Background: an optimization exercise with open tools, aiming at small area, a short achievable clock period and few clock cycles per item. Do not read the settings as production practice. Only simulation tests tie the RTL to the original design; equivalence was not proved. Power is estimated from default activity; no workload was simulated.

<file path="flow/config.mk">
export PLATFORM = sky130hd
export DESIGN_NAME = frb64_encoder
export DESIGN_NICKNAME = frb64_encoder
export VERILOG_FILES = /design/flow/design.v
export SDC_FILE = /design/flow/constraint.sdc
export NUM_CORES = 4
export LEC_CHECK = 0
export CAP_MARGIN = 40
export CORE_MARGIN = 2
export CORE_UTILIZATION = 25
export PLACE_DENSITY = 0.45
export SLEW_MARGIN = 20
</file>
<file path="flow/constraint.sdc">
create_clock -name core_clock -period 14.0 [get_ports {clk}]
set_input_delay 2.8000 -clock core_clock [delete_from_list [all_inputs] [get_ports {clk}]]
set_output_delay 2.8000 -clock core_clock [all_outputs]
set_load 0.01 [all_outputs]
</file>
<file path="flow/design.v">
module frb64_encoder (
    input  wire        clk,
    input  wire        rst,           
    input  wire        in_valid,
    output reg         in_ready,
    input  wire [23:0] in_value,
    input  wire [7:0]  in_flags,
    input  wire [2:0]  cfg_ratio,     
    input  wire        cfg_raw,       
    output reg         out_valid,
    input  wire        out_ready,
    output reg  [31:0] out_data,
    output reg         out_last
);
    localparam integer F   = 8;       
    localparam [1:0] KIND_PACK = 2'd0, KIND_RAW = 2'd2, KIND_CONST = 2'd3;
    localparam [1:0] FM_UNIFORM = 2'd0, FM_SIDEBAR = 2'd1, FM_MERGED = 2'd2;
    function [15:0] crc16_value;
        input [15:0] crc_in;
        input [23:0] v;
        reg   [15:0] c;
        integer      b, j;
        begin
            c = crc_in;
            for (b = 0; b < 3; b = b + 1) begin
                c = c ^ {v[8*b +: 8], 8'h00};
                for (j = 0; j < 8; j = j + 1)
                    c = c[15] ? ((c << 1) ^ 16'h1021) : (c << 1);
            end
            crc16_value = c;
        end
    endfunction
    function [22:0] mag;
        input [23:0] r;
        begin
            mag = r[23] ? ~r[22:0] : r[22:0];
        end
    endfunction
    function [4:0] bitlen23;
        input [22:0] v;
        integer      j;
        begin
            bitlen23 = 5'd0;
            for (j = 0; j < 23; j = j + 1)
                if (v[j]) bitlen23 = j + 1;
        end
    endfunction
    function [5:0] words_of_ratio;
        input [2:0] ratio;
        begin
            case (ratio)
                3'd0:    words_of_ratio = 6'd51;
                3'd1:    words_of_ratio = 6'd27;
                3'd2:    words_of_ratio = 6'd19;
                3'd3:    words_of_ratio = 6'd15;
                3'd4:    words_of_ratio = 6'd11;
                default: words_of_ratio = 6'd9;
            endcase
        end
    endfunction
    function [4:0] wmax_of;
        input [2:0] ratio;
        input       sidebar;
        begin
            case (ratio)
                3'd0:    wmax_of = sidebar ? 5'd16 : 5'd24;
                3'd1:    wmax_of = sidebar ? 5'd4  : 5'd12;
                3'd2:    wmax_of = 5'd8;
                3'd3:    wmax_of = 5'd6;
                3'd4:    wmax_of = 5'd4;
                default: wmax_of = 5'd3;
            endcase
        end
    endfunction
    reg [24*64-1:0] xring;
    reg [8*64-1:0]  fring;
    wire [23:0] x63 = xring[24*63 +: 24];
    wire [7:0]  f63 = fring[8*63 +: 8];
    wire [23:0] x0  = xring[0 +: 24];
    wire [23:0] x1  = xring[24 +: 24];
    wire [23:0] x2  = xring[48 +: 24];
    wire [7:0]  f0s = fring[0 +: 8];
    wire in_fire = in_valid && in_ready;
    always @(posedge clk) begin
        xring <= {xring[24*63-1:0], in_fire ? in_value : x63};
        fring <= {fring[8*63-1:0],  in_fire ? in_flags : f63};
    end
    reg  [5:0] ph;           
    reg        wact;         
    reg  [5:0] wi;           
    reg  [5:0] wbase;
    reg        ract;         
    reg        rpass1;       
    reg  [5:0] ri;
    reg  [5:0] rbase;
    reg        go;           
    reg        rdec;         
    reg        busy;         
    reg        dec_trig;     
    reg        dec_pend;     
    reg        hdr_pend;     
    reg  [2:0] wr_ratio;
    reg        wr_raw;
    reg  [1:0] d_kind;
    reg  [4:0] d_W;
    reg  [1:0] d_P, d_fm;
    reg  [7:0] d_hflags;
    reg [15:0] d_crc;
    reg  [5:0] d_B, d_nf;
    reg        d_sb;
    reg        pv;           
    reg  [5:0] pidx;         
    reg        all_const, all_uniform;
    reg  [7:0] f0_r;
    reg  [4:0] flag_or;
    reg  [2:0] flag_min_hi;
    reg  [1:0] flag_min_lo;
    reg        flag_live;
    reg [15:0] crc;
    wire [22:0] bm0, bm10, bm20, bm21;
    wire [25:0] tl1, tl2;
    wire [71:0] tc1, tc2;
    wire [23:0] x2m = (pidx == 6'd1) ? x1 : x2;
    frb64_trk u_trk (
        .clk(clk), .clr(pv && pidx == 6'd0), .upd(pv && pidx != 6'd0),
        .xi(x0), .xm1(x1), .xm2(x2m),
        .bm0(bm0), .bm10(bm10), .bm20(bm20), .bm21(bm21),
        .tl1(tl1), .tl2(tl2), .tc1(tc1), .tc2(tc2)
    );
    always @(posedge clk) begin
        if (pv) begin
            if (pidx == 6'd0) begin
                all_const   <= 1'b1;
                all_uniform <= 1'b1;
                f0_r        <= f0s;
                flag_or     <= f0s[4:0];
                flag_min_hi <= f0s[7:5];
                flag_min_lo <= f0s[1:0];
                flag_live   <= !f0s[4];
                crc         <= crc16_value(16'hFFFF, x0);
            end else begin
                if (x0 != x1)   all_const   <= 1'b0;
                if (f0s != f0_r) all_uniform <= 1'b0;
                flag_or <= flag_or | f0s[4:0];
                if (f0s[7:5] < flag_min_hi) flag_min_hi <= f0s[7:5];
                if (!f0s[4]) begin
                    if (!flag_live || f0s[1:0] < flag_min_lo)
                        flag_min_lo <= f0s[1:0];
                    flag_live <= 1'b1;
                end
                crc  <= crc16_value(crc, x0);
            end
        end
    end
    reg  [2:0] rd_ratio;
    reg        rd_raw;
    wire       c_sidebar = !all_uniform && (rd_ratio <= 3'd1);
    wire [1:0] c_fm      = all_uniform ? FM_UNIFORM : (c_sidebar ? FM_SIDEBAR : FM_MERGED);
    wire [4:0] c_wmax    = wmax_of(rd_ratio, c_sidebar);
    wire [7:0] c_merged  = rd_raw ? {3'b000, flag_or[4:2], flag_live ? flag_min_lo : 2'b00}
                                  : {flag_min_hi, flag_or};
    wire [4:0] k_r, w_r;
    wire [1:0] p_r;
    frb64_dec u_dec (
        .clk(clk), .go1(dec_trig), .wmax(c_wmax),
        .bm0(bm0), .bm10(bm10), .bm20(bm20), .bm21(bm21),
        .tl1(tl1), .tl2(tl2), .tc1(tc1), .tc2(tc2),
        .k_r(k_r), .w_r(w_r), .p_r(p_r)
    );
    reg        d_const;
    reg        dec2;
    wire [4:0] d_Kw = d_const ? 5'd0 : k_r;
    reg         va, vb, vc, vr;
    reg  [23:0] xa, xb, qc;
    reg  [7:0]  fa, fb, fc;
    reg         fa_first, fb_first, fc_first;
    reg         fa_last,  fb_last,  fc_last;
    reg         fa_p1,    fb_p1,    fc_p1;
    reg  [4:0]  Ka, Wa;
    reg  [1:0]  Pa;
    reg         Sa;
    reg  [23:0] pred, qprev;
    reg  [23:0] rr_bits;
    reg  [4:0]  rr_w;
    reg         rr_last;
    reg  [55:0] acc;
    reg  [5:0]  acnt;
    reg         flush_pend;
    reg  [23:0] seed_r;
    reg         seed_v;
    reg  [31:0] fifo [0:F-1];
    reg  [3:0]  fcount;
    reg  [2:0]  fwp, frp;
    wire [55:0] comb_acc  = acc | ({32'd0, rr_bits} << acnt);
    wire [5:0]  comb_cnt  = acnt + (vr ? {1'b0, rr_w} : 6'd0);
    wire        push_full = vr && (comb_cnt >= 6'd32);
    wire        push_need = flush_pend ? (acnt != 6'd0) : (push_full || (vr && rr_last && comb_cnt != 6'd0));
    wire [31:0] push_word = flush_pend ? acc[31:0] : comb_acc[31:0];
    wire        ffull     = (fcount == F);
    wire        stall     = push_need && ffull;
    wire        push      = push_need && !ffull;
    wire [4:0]  k_use = fb_first ? d_Kw : Ka;
    wire [23:0] q_new = $signed(xb) >>> k_use;
    wire [1:0]  p_use   = fc_first ? d_P : Pa;
    wire [4:0]  w_use   = fc_first ? d_W : Wa;
    wire        is_flag = fc_p1 && (fc_first ? d_sb : Sa);
    wire [23:0] r_new   = qc - pred;
    wire [23:0] w_mask  = ~(24'hFFFFFF << w_use);
    reg         s_act;
    reg  [5:0]  widx, s_B, s_nf;
    wire        out_free = !out_valid || out_ready;
    wire        seq_fifo = s_act && (widx >= 6'd3) && (widx - 6'd3 < s_nf);
    wire        pop      = out_free && seq_fifo && (fcount != 0);
    reg  [5:0] n_ph, n_wi, n_wbase, n_ri, n_rbase;
    reg        n_wact, n_ract, n_rpass1, n_go, n_inr, n_rdec, n_busy;
    reg  [2:0] n_rd_ratio;
    reg  [3:0] n_fcount;
    reg        n_hdr_pend;
    reg  [5:0] rel;
    reg        freeing, slot_free;
    always @* begin
        n_ph        = ph + 6'd1;
        n_wact      = wact;
        n_wi        = wi;
        n_wbase     = wbase;
        n_ract      = ract;
        n_rpass1    = rpass1;
        n_ri        = ri;
        n_rbase     = rbase;
        n_rd_ratio  = rd_ratio;
        n_rdec      = rdec || dec_trig;
        n_busy      = (busy && !dec2) || dec_trig;
        n_hdr_pend  = hdr_pend || dec_trig;
        if (s_act && widx == 6'd2 && out_free && seed_v)
            n_hdr_pend  = 1'b0;
        if (go) begin
            n_ri = ri + 6'd1;
            if (ri == 6'd63) begin
                if (rpass1 && d_sb)
                    n_rpass1 = 1'b0;
                else
                    n_ract = 1'b0;
            end
        end
        if (in_fire) begin
            if (!wact) begin
                n_wact  = 1'b1;
                n_wbase = ph;
                n_wi    = 6'd1;
            end else begin
                n_wi = wi + 6'd1;
                if (wi == 6'd63) begin
                    n_wact     = 1'b0;
                    n_wi       = 6'd0;
                    n_ract     = 1'b1;
                    n_rpass1   = 1'b1;
                    n_ri       = 6'd0;
                    n_rbase    = wbase;
                    n_rd_ratio = wr_ratio;
                    n_rdec     = 1'b0;
                end
            end
        end
        n_fcount = fcount + (push ? 4'd1 : 4'd0) - (pop ? 4'd1 : 4'd0);
        n_go     = n_ract && (n_ph == n_rbase + n_ri) &&
                   ((fcount + (push ? 4'd1 : 4'd0)) < F);
        rel       = n_ph - n_rbase;
        freeing   = !n_rpass1 || (n_rd_ratio >= 3'd2) ||
                    (n_rdec && !(dec_trig ? c_sidebar : d_sb));
        slot_free = !n_ract || (freeing &&
                                ((rel < n_ri) || (rel == n_ri && n_go)));
        if (!n_wact)
            n_inr = slot_free;
        else
            n_inr = slot_free && (n_ph == n_wbase + n_wi) &&
                    !(n_wi == 6'd63 && (n_hdr_pend || n_busy));
    end
    always @(posedge clk) begin
        if (rst) begin
            ph        <= 6'd0;
            wact      <= 1'b0;
            wi        <= 6'd0;
            wbase     <= 6'd0;
            ract      <= 1'b0;
            rpass1    <= 1'b0;
            ri        <= 6'd0;
            rbase     <= 6'd0;
            go        <= 1'b0;
            in_ready  <= 1'b0;
            rdec      <= 1'b0;
            busy      <= 1'b0;
            dec_trig  <= 1'b0;
            dec2      <= 1'b0;
            dec_pend  <= 1'b0;
            hdr_pend  <= 1'b0;
            pv        <= 1'b0;
        end else begin
            ph        <= n_ph;
            wact      <= n_wact;
            wi        <= n_wi;
            wbase     <= n_wbase;
            ract      <= n_ract;
            rpass1    <= n_rpass1;
            ri        <= n_ri;
            rbase     <= n_rbase;
            go        <= n_go;
            in_ready  <= n_inr;
            rdec      <= n_rdec;
            busy      <= n_busy;
            hdr_pend  <= n_hdr_pend;
            pv        <= in_fire;
            dec_trig  <= pv && (pidx == 6'd63);
            dec2      <= dec_trig;
            if (dec2)
                dec_pend <= 1'b1;
            else if (!s_act && out_free && dec_pend)
                dec_pend <= 1'b0;
        end
        rd_ratio <= n_rd_ratio;
        if (in_fire) begin
            pidx <= wact ? wi : 6'd0;
            if (!wact) begin
                wr_ratio <= cfg_ratio;
                wr_raw   <= cfg_raw;
            end
            if (wact && wi == 6'd63)
                rd_raw <= wr_raw;
        end
        if (dec_trig) begin
            d_const <= all_const && all_uniform;
            d_sb    <= c_sidebar;
            d_B     <= words_of_ratio(rd_ratio);
            d_crc   <= crc;
            d_fm    <= c_fm;
            d_hflags <= (c_fm == FM_UNIFORM) ? f0_r :
                        (c_fm == FM_MERGED)  ? c_merged : 8'd0;
        end
        if (dec2) begin
            if (d_const) begin
                d_kind <= KIND_CONST;
                d_W    <= 5'd0;
                d_P    <= 2'd0;
                d_nf   <= 6'd0;
            end else begin
                d_kind <= (k_r == 5'd0 && w_r == 5'd24) ? KIND_RAW : KIND_PACK;
                d_W    <= w_r;
                d_P    <= p_r;
                d_nf   <= {w_r, 1'b0} + (d_sb ? 6'd16 : 6'd0);    
            end
        end
    end
    always @(posedge clk) begin
        if (rst) begin
            va <= 1'b0; vb <= 1'b0; vc <= 1'b0; vr <= 1'b0;
            acnt <= 6'd0;
            acc  <= 56'd0;
            flush_pend <= 1'b0;
            seed_v <= 1'b0;
            fcount <= 4'd0;
            fwp <= 3'd0;
            frp <= 3'd0;
        end else begin
            if (!stall) begin
                va       <= go;
                xa       <= x63;
                fa       <= f63;
                fa_first <= (ri == 6'd0);
                fa_last  <= (ri == 6'd63);
                fa_p1    <= rpass1;
                vb <= va; xb <= xa; fb <= fa;
                fb_first <= fa_first; fb_last <= fa_last; fb_p1 <= fa_p1;
                vc <= vb; qc <= q_new; fc <= fb;
                fc_first <= fb_first; fc_last <= fb_last; fc_p1 <= fb_p1;
                if (vb && fb_first) Ka <= d_Kw;
                vr      <= 1'b0;
                rr_last <= 1'b0;
                if (vc) begin
                    if (fc_first) begin
                        Pa <= d_P;
                        Wa <= d_W;
                        Sa <= d_sb;
                    end
                    if (fc_first && fc_p1) begin
                        seed_r <= qc;
                        seed_v <= 1'b1;
                    end
                    if (is_flag) begin
                        vr      <= 1'b1;
                        rr_bits <= {16'd0, fc};
                        rr_w    <= 5'd8;
                        rr_last <= fc_last;
                    end else if (fc_first) begin
                        pred  <= (p_use == 2'd0) ? 24'd0 : qc;
                        qprev <= qc;
                    end else begin
                        vr      <= (w_use != 5'd0);
                        rr_bits <= r_new & w_mask;
                        rr_w    <= w_use;
                        rr_last <= fc_last;
                        pred    <= (p_use == 2'd0) ? 24'd0 :
                                   (p_use == 2'd1) ? qc : ((qc << 1) - qprev);
                        qprev   <= qc;
                    end
                end
                if (flush_pend) begin
                    acc        <= vr ? {32'd0, rr_bits} : 56'd0;
                    acnt       <= vr ? {1'b0, rr_w} : 6'd0;
                    flush_pend <= 1'b0;
                end else if (vr) begin
                    if (comb_cnt >= 6'd32) begin
                        acc        <= comb_acc >> 32;
                        acnt       <= comb_cnt - 6'd32;
                        flush_pend <= rr_last && (comb_cnt != 6'd32);
                    end else if (rr_last) begin
                        acc  <= 56'd0;
                        acnt <= 6'd0;
                    end else begin
                        acc  <= comb_acc;
                        acnt <= comb_cnt;
                    end
                end
            end
            if (push) begin
                fifo[fwp] <= push_word;
                fwp <= fwp + 3'd1;
            end
            if (pop)
                frp <= frp + 3'd1;
            fcount <= n_fcount;
            if (s_act && widx == 6'd2 && out_free && seed_v)
                seed_v <= 1'b0;
        end
    end
    wire [31:0] header0 = {4'd0, d_hflags, d_fm, 4'd0, d_P, d_W, d_Kw, d_kind};
    always @(posedge clk) begin
        if (rst) begin
            out_valid <= 1'b0;
            out_last  <= 1'b0;
            out_data  <= 32'd0;
            s_act     <= 1'b0;
            widx      <= 6'd0;
        end else if (out_free) begin
            out_valid <= 1'b0;
            if (!s_act) begin
                if (dec_pend) begin
                    out_valid <= 1'b1;
                    out_data  <= header0;
                    out_last  <= 1'b0;
                    s_act     <= 1'b1;
                    widx      <= 6'd1;
                    s_B       <= d_B;
                    s_nf      <= d_nf;
                end
            end else if (widx == 6'd1) begin
                out_valid <= 1'b1;
                out_data  <= {16'd0, d_crc};
                widx      <= 6'd2;
            end else if (widx == 6'd2) begin
                if (seed_v) begin
                    out_valid <= 1'b1;
                    out_data  <= {8'd0, seed_r};
                    widx      <= 6'd3;
                end
            end else if (!seq_fifo || fcount != 0) begin
                out_valid <= 1'b1;
                out_data  <= seq_fifo ? fifo[frp] : 32'd0;
                out_last  <= (widx == s_B - 6'd1);
                widx      <= widx + 6'd1;
                if (widx == s_B - 6'd1)
                    s_act <= 1'b0;
            end
        end
    end
endmodule
module frb64_trk (
    input  wire         clk,
    input  wire         clr,         
    input  wire         upd,         
    input  wire [23:0]  xi,
    input  wire [23:0]  xm1,
    input  wire [23:0]  xm2,         
    output reg  [22:0]  bm0,         
    output reg  [22:0]  bm10,        
    output reg  [22:0]  bm20,        
    output reg  [22:0]  bm21,        
    output reg  [25:0]  tl1,         
    output reg  [25:0]  tl2,
    output wire [71:0]  tc1,         
    output wire [71:0]  tc2
);
    function [1:0] cs1_tab;
        input [3:0] a;    
        begin
            case (a)
            4'd0: cs1_tab = 2'd0;
            4'd1: cs1_tab = 2'd1;
            4'd2: cs1_tab = 2'd1;
            4'd3: cs1_tab = 2'd2;
            4'd4: cs1_tab = 2'd2;
            4'd5: cs1_tab = 2'd2;
            4'd6: cs1_tab = 2'd2;
            4'd7: cs1_tab = 2'd3;
            4'd8: cs1_tab = 2'd0;
            4'd9: cs1_tab = 2'd0;
            4'd10: cs1_tab = 2'd1;
            4'd11: cs1_tab = 2'd0;
            4'd12: cs1_tab = 2'd2;
            4'd13: cs1_tab = 2'd1;
            4'd14: cs1_tab = 2'd2;
            4'd15: cs1_tab = 2'd2;
            endcase
        end
    endfunction
    function [1:0] cs2_tab;
        input [5:0] a;    
        begin
            case (a)
            6'd0: cs2_tab = 2'd0;
            6'd1: cs2_tab = 2'd0;
            6'd2: cs2_tab = 2'd1;
            6'd3: cs2_tab = 2'd0;
            6'd4: cs2_tab = 2'd1;
            6'd5: cs2_tab = 2'd0;
            6'd6: cs2_tab = 2'd2;
            6'd7: cs2_tab = 2'd1;
            6'd8: cs2_tab = 2'd1;
            6'd9: cs2_tab = 2'd0;
            6'd10: cs2_tab = 2'd2;
            6'd11: cs2_tab = 2'd1;
            6'd12: cs2_tab = 2'd2;
            6'd13: cs2_tab = 2'd1;
            6'd14: cs2_tab = 2'd2;
            6'd15: cs2_tab = 2'd2;
            6'd16: cs2_tab = 2'd2;
            6'd17: cs2_tab = 2'd1;
            6'd18: cs2_tab = 2'd2;
            6'd19: cs2_tab = 2'd2;
            6'd20: cs2_tab = 2'd2;
            6'd21: cs2_tab = 2'd2;
            6'd22: cs2_tab = 2'd3;
            6'd23: cs2_tab = 2'd2;
            6'd24: cs2_tab = 2'd2;
            6'd25: cs2_tab = 2'd2;
            6'd26: cs2_tab = 2'd3;
            6'd27: cs2_tab = 2'd2;
            6'd28: cs2_tab = 2'd3;
            6'd29: cs2_tab = 2'd2;
            6'd30: cs2_tab = 2'd3;
            6'd31: cs2_tab = 2'd3;
            6'd32: cs2_tab = 2'd0;
            6'd33: cs2_tab = 2'd1;
            6'd34: cs2_tab = 2'd0;
            6'd35: cs2_tab = 2'd0;
            6'd36: cs2_tab = 2'd0;
            6'd37: cs2_tab = 2'd0;
            6'd38: cs2_tab = 2'd1;
            6'd39: cs2_tab = 2'd0;
            6'd40: cs2_tab = 2'd1;
            6'd41: cs2_tab = 2'd2;
            6'd42: cs2_tab = 2'd0;
            6'd43: cs2_tab = 2'd1;
            6'd44: cs2_tab = 2'd0;
            6'd45: cs2_tab = 2'd1;
            6'd46: cs2_tab = 2'd0;
            6'd47: cs2_tab = 2'd0;
            6'd48: cs2_tab = 2'd2;
            6'd49: cs2_tab = 2'd2;
            6'd50: cs2_tab = 2'd1;
            6'd51: cs2_tab = 2'd2;
            6'd52: cs2_tab = 2'd1;
            6'd53: cs2_tab = 2'd2;
            6'd54: cs2_tab = 2'd0;
            6'd55: cs2_tab = 2'd1;
            6'd56: cs2_tab = 2'd2;
            6'd57: cs2_tab = 2'd3;
            6'd58: cs2_tab = 2'd2;
            6'd59: cs2_tab = 2'd2;
            6'd60: cs2_tab = 2'd2;
            6'd61: cs2_tab = 2'd2;
            6'd62: cs2_tab = 2'd1;
            6'd63: cs2_tab = 2'd2;
            endcase
        end
    endfunction
    function [22:0] mag24;
        input [23:0] r;
        begin
            mag24 = r[23] ? ~r[22:0] : r[22:0];
        end
    endfunction
    function [25:0] sufor;
        input [25:0] v;
        reg   [25:0] s;
        begin
            s = v;
            s = s | (s >> 1);
            s = s | (s >> 2);
            s = s | (s >> 4);
            s = s | (s >> 8);
            s = s | (s >> 16);
            sufor = s;
        end
    endfunction
    wire [25:0] xi_e  = {{2{xi[23]}},  xi};
    wire [25:0] xm1_e = {{2{xm1[23]}}, xm1};
    wire [25:0] xm2_e = {{2{xm2[23]}}, xm2};
    wire [25:0] d1  = xi_e - xm1_e;
    wire [25:0] bw1 = d1 ^ xi_e ^ xm1_e;             
    wire [25:0] o3  = ~{xm1_e[24:0], 1'b0};
    wire [25:0] cs  = xi_e ^ xm2_e ^ o3;
    wire [25:0] cv  = {(xi_e[24:0] & xm2_e[24:0]) | (xi_e[24:0] & o3[24:0]) |
                       (xm2_e[24:0] & o3[24:0]), 1'b0};
    wire [25:0] d2  = cs + cv + 26'd1;
    wire [25:0] cc  = d2 ^ cs ^ cv;                  
    wire        s1 = d1[25];
    wire        s2 = d2[25];
    wire [25:0] m1 = s1 ? ~d1 : d1;
    wire [25:0] m2 = s2 ? ~d2 : d2;
    wire [25:0] so1  = sufor(m1);
    wire [25:0] so2  = sufor(m2);
    wire [25:0] so1u = {1'b0, so1[25:1]};
    wire [25:0] so2u = {1'b0, so2[25:1]};
    wire [25:0] nao1 = sufor({1'b0, m1[25:1] & ~m1[24:0]});
    wire [25:0] nao2 = sufor({1'b0, m2[25:1] & ~m2[24:0]});
    wire [25:0] dd1  = sufor(m1 & so1u);
    wire [25:0] dd2  = sufor(m2 & so2u);
    wire [25:0] tl1n = tl1 | so1;
    wire [25:0] tl2n = tl2 | so2;
    wire [2:0]  g1  = {|(tl1n & ~{so1[23:0], 2'b11}), |(tl1n & ~{so1[24:0], 1'b1}), |(tl1n & ~so1)};
    wire [2:0]  g2  = {|(tl2n & ~{so2[23:0], 2'b11}), |(tl2n & ~{so2[24:0], 1'b1}), |(tl2n & ~so2)};
    wire [2:0]  dl1 = {|(tl1n & ~{tl1[23:0], 2'b11}), |(tl1n & ~{tl1[24:0], 1'b1}), |(tl1n & ~tl1)};
    wire [2:0]  dl2 = {|(tl2n & ~{tl2[23:0], 2'b11}), |(tl2n & ~{tl2[24:0], 1'b1}), |(tl2n & ~tl2)};
    wire [28:0] tl1x = {3'b000, tl1n};
    wire [28:0] tl2x = {3'b000, tl2n};
    wire [23:0] r21 = ($signed(xi) >>> 1) - (($signed(xm1) >>> 1) <<< 1) + ($signed(xm2) >>> 1);
    always @(posedge clk) begin
        if (clr) begin
            bm0  <= 23'd0;
            bm10 <= 23'd0;
            bm20 <= 23'd0;
            bm21 <= 23'd0;
            tl1  <= 26'd0;
            tl2  <= 26'd0;
        end else if (upd) begin
            bm0  <= bm0  | mag24(xi);
            bm10 <= bm10 | mag24(d1[23:0]);
            bm20 <= bm20 | mag24(d2[23:0]);
            bm21 <= bm21 | mag24(r21);
            tl1  <= tl1n;
            tl2  <= tl2n;
        end
    end
    function [2:0] merge;
        input [2:0] c, d, n;      
        reg d0, d1, d2;
        begin
            d0 = !d[0];
            d1 = d[0] && !d[1];
            d2 = d[1] && !d[2];
            merge[0] = n[0] | (d0 & c[0]) | (d1 & c[1]) | (d2 & c[2]);
            merge[1] = n[1] | (d0 & c[1]) | (d1 & c[2]);
            merge[2] = n[2] | (d0 & c[2]);
        end
    endfunction
    function [2:0] cn_main;
        input [2:0] g;
        input       dp, dm;       
        begin
            if (dp)      cn_main = {!g[0], !g[1], !g[2]};
            else if (dm) cn_main = {1'b0, 1'b0, !g[0]};
            else         cn_main = {1'b0, !g[0], !g[1]};
        end
    endfunction
    function [2:0] cn_small;
        input [1:0] c;
        input [2:0] r;
        reg   [2:0] t;
        reg r0, r1, r2;
        begin
            t  = {c == 2'd3, c >= 2'd2, c != 2'd0};
            r0 = !r[0];
            r1 = r[0] && !r[1];
            r2 = r[1] && !r[2];
            cn_small[0] = (r0 & t[0]) | (r1 & t[1]) | (r2 & t[2]);
            cn_small[1] = (r0 & t[1]) | (r1 & t[2]);
            cn_small[2] = (r0 & t[2]);
        end
    endfunction
    genvar k;
    generate
        for (k = 0; k < 24; k = k + 1) begin : gp1
            if (k == 0) begin : lo
                assign tc1[2:0] = 3'b000;
            end else begin : hi
                wire       e   = bw1[k];
                wire       ao  = !nao1[k];
                wire       pw  = so1[k] && !dd1[k];
                wire       sml = !so1[k+2];
                wire [2:0] rr  = {tl1x[k+4], tl1x[k+3], tl1x[k+2]};
                wire [2:0] dk  = tl1[k+1] ? dl1 : rr;
                wire       dp  = e && !s1 && ao;
                wire       dm  = e &&  s1 && pw;
                wire [1:0] csm = cs1_tab({s1, m1[k+1], m1[k], e});
                wire [2:0] cn  = sml ? cn_small(csm, rr) : cn_main(g1, dp, dm);
                reg  [2:0] c;
                always @(posedge clk) begin
                    if (clr)
                        c <= 3'b000;
                    else if (upd)
                        c <= merge(c, dk, cn);
                end
                assign tc1[3*k +: 3] = c;
            end
        end
        for (k = 0; k < 24; k = k + 1) begin : gp2
            if (k < 2) begin : lo
                assign tc2[3*k +: 3] = 3'b000;
            end else begin : hi
                wire       xk  = xm1[k-1];
                wire       a   = cv[k];
                wire       b   = cc[k];
                wire       em1 = !xk && a && b;
                wire       ep1 = (xk && (a ^ b)) || (!xk && !a && !b);
                wire       ep2 = xk && !a && !b;
                wire       ao  = !nao2[k];
                wire       pw  = so2[k] && !dd2[k];
                wire       ao1 = !nao2[k+1];
                wire       pw1 = so2[k+1] && !dd2[k+1];
                wire       sml = !so2[k+2];
                wire [2:0] rr  = {tl2x[k+4], tl2x[k+3], tl2x[k+2]};
                wire [2:0] dk  = tl2[k+1] ? dl2 : rr;
                wire       dp  = (!s2 && ((ep1 && ao) || (ep2 && ao1))) || (s2 && em1 && ao);
                wire       dm  = (!s2 && em1 && pw) || (s2 && ((ep1 && pw) || (ep2 && pw1)));
                wire       tb  = ep1 || ep2;
                wire       tx  = ep2;
                wire       tcy = em1;
                wire [1:0] csm = cs2_tab({s2, m2[k+1], m2[k], tb, tx, tcy});
                wire [2:0] cn  = sml ? cn_small(csm, rr) : cn_main(g2, dp, dm);
                reg  [2:0] c;
                always @(posedge clk) begin
                    if (clr)
                        c <= 3'b000;
                    else if (upd)
                        c <= merge(c, dk, cn);
                end
                assign tc2[3*k +: 3] = c;
            end
        end
    endgenerate
endmodule
module frb64_dec (
    input  wire        clk,
    input  wire        go1,          
    input  wire [4:0]  wmax,         
    input  wire [22:0] bm0, bm10, bm20, bm21,
    input  wire [25:0] tl1, tl2,
    input  wire [71:0] tc1, tc2,
    output reg  [4:0]  k_r,          
    output reg  [4:0]  w_r,          
    output reg  [1:0]  p_r
);
    function [25:0] sufor;
        input [25:0] v;
        reg   [25:0] s;
        begin
            s = v;
            s = s | (s >> 1);
            s = s | (s >> 2);
            s = s | (s >> 4);
            s = s | (s >> 8);
            s = s | (s >> 16);
            sufor = s;
        end
    endfunction
    function [4:0] tcount;
        input [25:0] t;
        integer j;
        begin
            tcount = 5'd0;
            for (j = 0; j < 26; j = j + 1)
                if (t[j] && (j == 25 || !t[j+1])) tcount = tcount | (j + 1);
        end
    endfunction
    function [25:0] shw;
        input [25:0] v;
        input [4:0]  w;
        input        m2;         
        begin
            case (w)
                5'd3:    shw = m2 ? v >> 1  : v >> 2;
                5'd4:    shw = m2 ? v >> 2  : v >> 3;
                5'd6:    shw = m2 ? v >> 4  : v >> 5;
                5'd8:    shw = m2 ? v >> 6  : v >> 7;
                5'd12:   shw = m2 ? v >> 10 : v >> 11;
                5'd16:   shw = m2 ? v >> 14 : v >> 15;
                default: shw = m2 ? v >> 22 : v >> 23;
            endcase
        end
    endfunction
    wire [25:0] t0   = sufor({3'b000, bm0});
    wire [25:0] t10  = sufor({3'b000, bm10});
    wire [25:0] t20  = sufor({3'b000, bm20});
    wire [25:0] t21  = sufor({3'b000, bm21});
    wire [25:0] z0   = shw(t0,  wmax, 1'b0);
    wire [25:0] z10  = shw(t10, wmax, 1'b0);
    wire [25:0] z20  = shw(t20, wmax, 1'b0);
    wire [25:0] z21  = shw(t21, wmax, 1'b0);
    wire [28:0] zz1  = {3'b000, shw(tl1, wmax, 1'b1)};
    wire [28:0] zz2  = {3'b000, shw(tl2, wmax, 1'b1)};
    wire        w3   = (wmax == 5'd3);
    reg  [23:0] fits;
    integer k;
    reg  [2:0]  c;
    reg         f1, f2;
    always @* begin
        for (k = 0; k < 24; k = k + 1) begin
            c  = tc1[3*k +: 3];
            f1 = !c[0] ? !zz1[k+3] : !c[1] ? !zz1[k+2] : !c[2] ? !zz1[k+1] : (!zz1[k] && !w3);
            if (k == 0) f1 = !z10[0];
            c  = tc2[3*k +: 3];
            f2 = !c[0] ? !zz2[k+3] : !c[1] ? !zz2[k+2] : !c[2] ? !zz2[k+1] : (!zz2[k] && !w3);
            if (k == 0) f2 = !z20[0];
            if (k == 1) f2 = !z21[0];
            fits[k] = !z0[k] || f1 || f2;
        end
    end
    wire [25:0] prior = sufor({2'b00, fits[0], fits[1], fits[2], fits[3], fits[4], fits[5],
                                fits[6], fits[7], fits[8], fits[9], fits[10], fits[11],
                                fits[12], fits[13], fits[14], fits[15], fits[16], fits[17],
                                fits[18], fits[19], fits[20], fits[21], fits[22], fits[23]});
    reg  [23:0] first;
    reg  [4:0]  kf;
    reg  [2:0]  c1k, c2k;
    always @* begin
        kf  = 5'd0;
        c1k = 3'd0;
        c2k = 3'd0;
        for (k = 0; k < 24; k = k + 1) begin
            first[k] = fits[k] && (k == 0 || !prior[24-k]);
            if (first[k]) begin
                kf  = kf | k;
                c1k = c1k | tc1[3*k +: 3];
                c2k = c2k | tc2[3*k +: 3];
            end
        end
    end
    reg  [4:0] s_l0, s_l1, s_l2, s_b10, s_b20, s_b21;
    reg  [1:0] s_c1, s_c2;
    always @(posedge clk) begin
        if (go1) begin
            k_r   <= kf;
            s_c1  <= {c1k[1] & !c1k[2], c1k[0] & !c1k[1]} | {2{c1k[2]}};
            s_c2  <= {c2k[1] & !c2k[2], c2k[0] & !c2k[1]} | {2{c2k[2]}};
            s_l0  <= tcount(t0);
            s_l1  <= tcount(tl1);
            s_l2  <= tcount(tl2);
            s_b10 <= tcount(t10);
            s_b20 <= tcount(t20);
            s_b21 <= tcount(t21);
        end
    end
    wire [4:0] r1  = (s_l1 > k_r + 5'd2) ? s_l1 - k_r : 5'd2;
    wire [4:0] r2  = (s_l2 > k_r + 5'd2) ? s_l2 - k_r : 5'd2;
    wire [4:0] ww0 = ((s_l0 > k_r) ? s_l0 - k_r : 5'd0) + 5'd1;
    wire [4:0] ww1 = (k_r == 5'd0) ? s_b10 + 5'd1 : r1 + {3'b000, s_c1} - 5'd1;
    wire [4:0] ww2 = (k_r == 5'd0) ? s_b20 + 5'd1 :
                     (k_r == 5'd1) ? s_b21 + 5'd1 : r2 + {3'b000, s_c2} - 5'd1;
    reg  [4:0] wb;
    reg  [1:0] pb;
    always @* begin
        wb = ww0;
        pb = 2'd0;
        if (ww1 < wb) begin wb = ww1; pb = 2'd1; end
        if (ww2 < wb) begin wb = ww2; pb = 2'd2; end
        w_r = wb;
        p_r = pb;
    end
endmodule
</file>
<file path="flow/run.sh">
#!/bin/bash
# synth_recipe.tcl (not shown) runs the flow's synth.tcl, then flattens the netlist and writes it again
# the make line also repeats each setting of config.mk as NAME=value (left out here)
make -C /OpenROAD-flow-scripts/flow DESIGN_CONFIG=/design/flow/config.mk WORK_HOME=/design/flow/orfs CLKGATE_MAP_FILE= SYNTH_SCRIPT=/design/flow/synth_recipe.tcl finish
</file>
==> run notes <==
-- routing by layer --
metal  GRT usage, %  up-vias  part of all wire [%]
met5              0        -                 0.067
met4          9.043       16                   5.7
met3          4.070      934                   8.3
met2          27.05     4213                    42
met1          24.78    46210                    44
li1               -    43000                     -
-- power by group --
part,leakage [uW],switching [uW],internal (uW)
sequential,0.0259,587,9820
combinational,0.0222,7310,3470
clock,0.00556,3670,5260
-- stage by stage --
| step | utilization (%) | power, uW | setup WS, ns | area, um2 | cells |
|---|---|---|---|---|---|
| final | 29.47 | 30120 | 3.397 | 143300 | 18630 |
| after detailed placement | 27.10 | 20950 | 3.608 | 131800 | 17990 |
| after global placement | 26.96 | 20950 | 3.286 | 131100 | 17930 |
| after CTS | 29.43 | 30030 | 3.570 | 143100 | 18600 |
| after global routing | 29.47 | 31400 | 3.002 | 143300 | 18620 |
| after floorplan | - | 16990 | 3.543 | 122100 | 11790 |
-- worst max-delay path by stage --
stage | from | endpoint | slack (ns) | cells past startpoint
after floorplan | vr | pred[0] | 3.54 | 18
after global placement | pidx[2] | u_trk.gp2[9].hi.c[1] | 3.29 | 28
after detailed placement | pidx[2] | u_trk.gp2[2].hi.c[0] | 3.61 | 27
after CTS | pidx[2] | u_trk.gp2[2].hi.c[0] | 3.57 | 27
after global routing | pidx[2] | u_trk.gp2[4].hi.c[0] | 3.00 | 29
final | pidx[2] | u_trk.gp2[2].hi.c[0] | 3.40 | 27
-- layout make-up --
class / instances / area (um2) / area share, %
tap: 6450 / 8070 / 5.632
clock inverter: 135 / 1689 / 1.179
sequential: 3096 / 68180 / 47.58
inverter: 463 / 1740 / 1.215
antenna: 8 / 20.02 / 0.01397
clock buffer: 470 / 9615 / 6.710
timing repair buffer: 479 / 4018 / 2.804
multi-input combinational: 7526 / 49960 / 34.86
-- kinds of logic (layout without fill, tap and decap cells) --
logic type,after synthesis,in the layout
DFF,3096,3096
AOI/OAI and AO/OA,3166,3166
adders and majority gates,343,343
muxes,348,348
buffers and inverters,1165,1547
other,0,8
xor gates and xnor gates,523,523
and+or+nand+nor,3146,3146
-- synth_stat cells, types with 78 or more instances --
library cell	number
dfxtp_1	2479
nand4_1	93
ha_1	296
a21oi_1	835
clkbuf_1	549
buf_1	80
o211ai_1	112
mux2i_1	196
a221oi_1	105
inv_1	436
xnor2_1	387
a21o_1	122
a31oi_1	156
nor2_1	963
nor2b_1	80
a211oi_1	141
o22ai_1	120
edfxtp_1	617
nor3_1	288
o21ai_0	676
nand3_1	273
nor4_1	103
mux4_2	78
xor2_1	134
nand2_1	870
-- flip-flops by register name, summed over array words and instances, names as in the netlist, 25 cells and up, named ones only --
name,cells
u_trk.gp2.hi.c,60
u_trk.gp1.hi.c,63
xring,1536
acc,56
fifo,256
fring,512
out_data,32
u_trk.tl2,25
-- critical path, delay by kind of cell (launching register included) --
kind,cells,cell delay [ns]
adder cells (fa/ha/maj),2,1.40
AND/OR/NAND/NOR,8,2.55
buffers and inverters,4,1.61
AO/OA/AOI/OAI,12,3.69
multiplexers,1,0.76
flip-flops,1,0.39
==> run_results.csv <==
group,metric,value,unit
final_layout,area_growth,17.33,%
global_route,grt_max_degree,110,
sta,fmax,94.32,MHz
sta,worst_pin_slew,1.127,ns
synthesis,syn_inst,11790,
sta,clock-skew-final,0.09641,ns
synthesis,synth.cell_area,122100,um2
synthesis,synth_top_family_by_area,"compound AO/OA/AOI/OAI gates",
critical_path,r2r_slack,3.40,ns
floorplanning,start_util,25.12,%
floorplanning,core,486200,um2
synthesis,ys_seq_elements,3096,
cts,ctsResizeCount,0,
sta,setup_tns,0,ns
floorplanning,rows,256,
critical_path,ff2ff_path_depth,27,
sta,setup_violations,0,
global_route,grt_pass1_vias,88530,
pwr,p_leak,0.05371,uW
routing,drtIter0Drc,10770,
cts,clkLatencyLatePin,0.96,ns
sta,fin_crit,10.60,ns
placed_design,gp_congestion,0.9615,
synthesis,synth-seq-area-share,55.81,%
final_layout,fin_nets,12270,
floorplanning,dieArea,494100,um2
synthesis,ys_types,123,
cts,cts_hold_buffers,0,
routing,post_drt_wl_per_cell,25.08,um
floorplanning,die_h,702.9,um
final_layout,nFillCells,50520,
sta,period_share,75.73,%
synthesis,ys.flop_type,"dfxtp_1",
final_layout,final_common_cell,"dfxtp_1",
cts,clock-root-buffer,"clkbuf_16",
critical_path,reg2reg_to,"u_trk.gp2[2].hi.c[0]",
global_route,grt.overflow.total,0,
global_route,grt_antenna_before_repair,36,
sta,hold_slack,0.2663,ns
routing,avgViaCountPerCell,5.067,
placed_design,dp_hpwl,343100,um
cts,htreeDepth,5,
critical_path,r2r_start,"pidx[2]",
cts,cts_buffers,330,
synthesis,synth-async-reset-ratio,0,%
synthesis,synth_fa_ha_area_share,3.729,%
run,maxCapViolations,0,
critical_path,critPathSlowestCell,"fa_1",
routing,num_vias,94380,
pwr,vdd_drop_max,261.7,uV
critical_path,arrival,11.40,ns
worst_hold_path,hold_path_depth,0,
sta,slew_headroom,24.88,%
critical_path,slowest_delay,0.85,ns
pwr,p_per_area,210.2,nW/um2
synthesis,synth-warning-count,9,
sta,slew_viol_final,0,
placed_design,port-buffer-count,74,
status,status,"finished clean",
critical_path,crit_type,"flip-flop to flip-flop",
critical_path,startpoint_type,"flip-flop",
critical_path,end_kind,"flip-flop",
worst_hold_path,hold_path.class,"flip-flop to flip-flop",
sta,grt_setup_unrepaired,"no",
cts,cts_tree,"built",
synthesis,synth_fp_nets,12160,
global_route,grt_pass1_wl,660800,um
synthesis,synth-xor-area-share,3.768,%
routing,drt-pass1-iter-count,9,
final_layout,drive_above_1_share,10.67,%
routing,wl,467200,um
routing,route.detailed.drc,0,
cts,cts_num_sinks,3096,
floorplanning,die_x,702.9,um
synthesis,synth-edff-count,617,
synthesis,synth.area.mux_share,3.739,%
synthesis,synth_top_cell_by_area,"dfxtp_1",
final_layout,layout_common_cells,"dfxtp_1 (2465), nor2_1 (956), nand2_1 (865)",
routing,antenna_left,0,
global_route,gr-usage-all-layers,18.20,%
synthesis,syn_area_per_cell,10.36,um2
floorplanning,ioPinCount,75,
critical_path,cp.required,14.80,ns
worst_hold_path,whs_endpoint,"fring[285]",
cts,clk_pin_slew,0.06,ns
cts,post-cts-setup-buffers,0,
synthesis,synth_compound_area_share,17.05,%
critical_path,critical_path_peak_fanout,61,
synthesis,synth.area.top_cells,"dfxtp_1 (41%), edfxtp_1 (15%), a21oi_1 (3.4%), ha_1 (3.0%), nor2_1 (3.0%)",
worst_hold_path,min_from,"fring[277]",
sta,hold_viol_final,0,
cts,clk_path_buf_depth,4,
synthesis,synthSimpleGateAreaFrac,12.22,%
synthesis,yosysTopAreaCellShare,40.64,%
Testbench counts, summed over its fixed seeds: cycles 26,848, blocks 384.

re-timing with driven ports:
In the flow no input, the clock included, has a driving cell. The finished layout below was timed again as built, in two steps.
Step 1: set_driving_cell puts a clkbuf_16 on clk and a buf_2 on each other input, an assumption about the parent block.
Step 2 also shifts input and output timing later by t, the mid clock arrival at the registers, as if the neighbouring blocks saw the same clock.
Three values: ideal ports, drivers, drivers and shift; two values: the first two.
t (ns): 1.024
setup WS [ns]: 3.397 / 3.397 / 3.397
latest minus earliest clock arrival (ns): 0.100 / 0.100
worst slew at a driven data input, ns: 0.11
cell pins on the clock port's net: 1
After both steps setup and hold are still met in this run. The setup slack of this run moves by 0.000 ns with the drivers and by 0.000 ns with both steps.
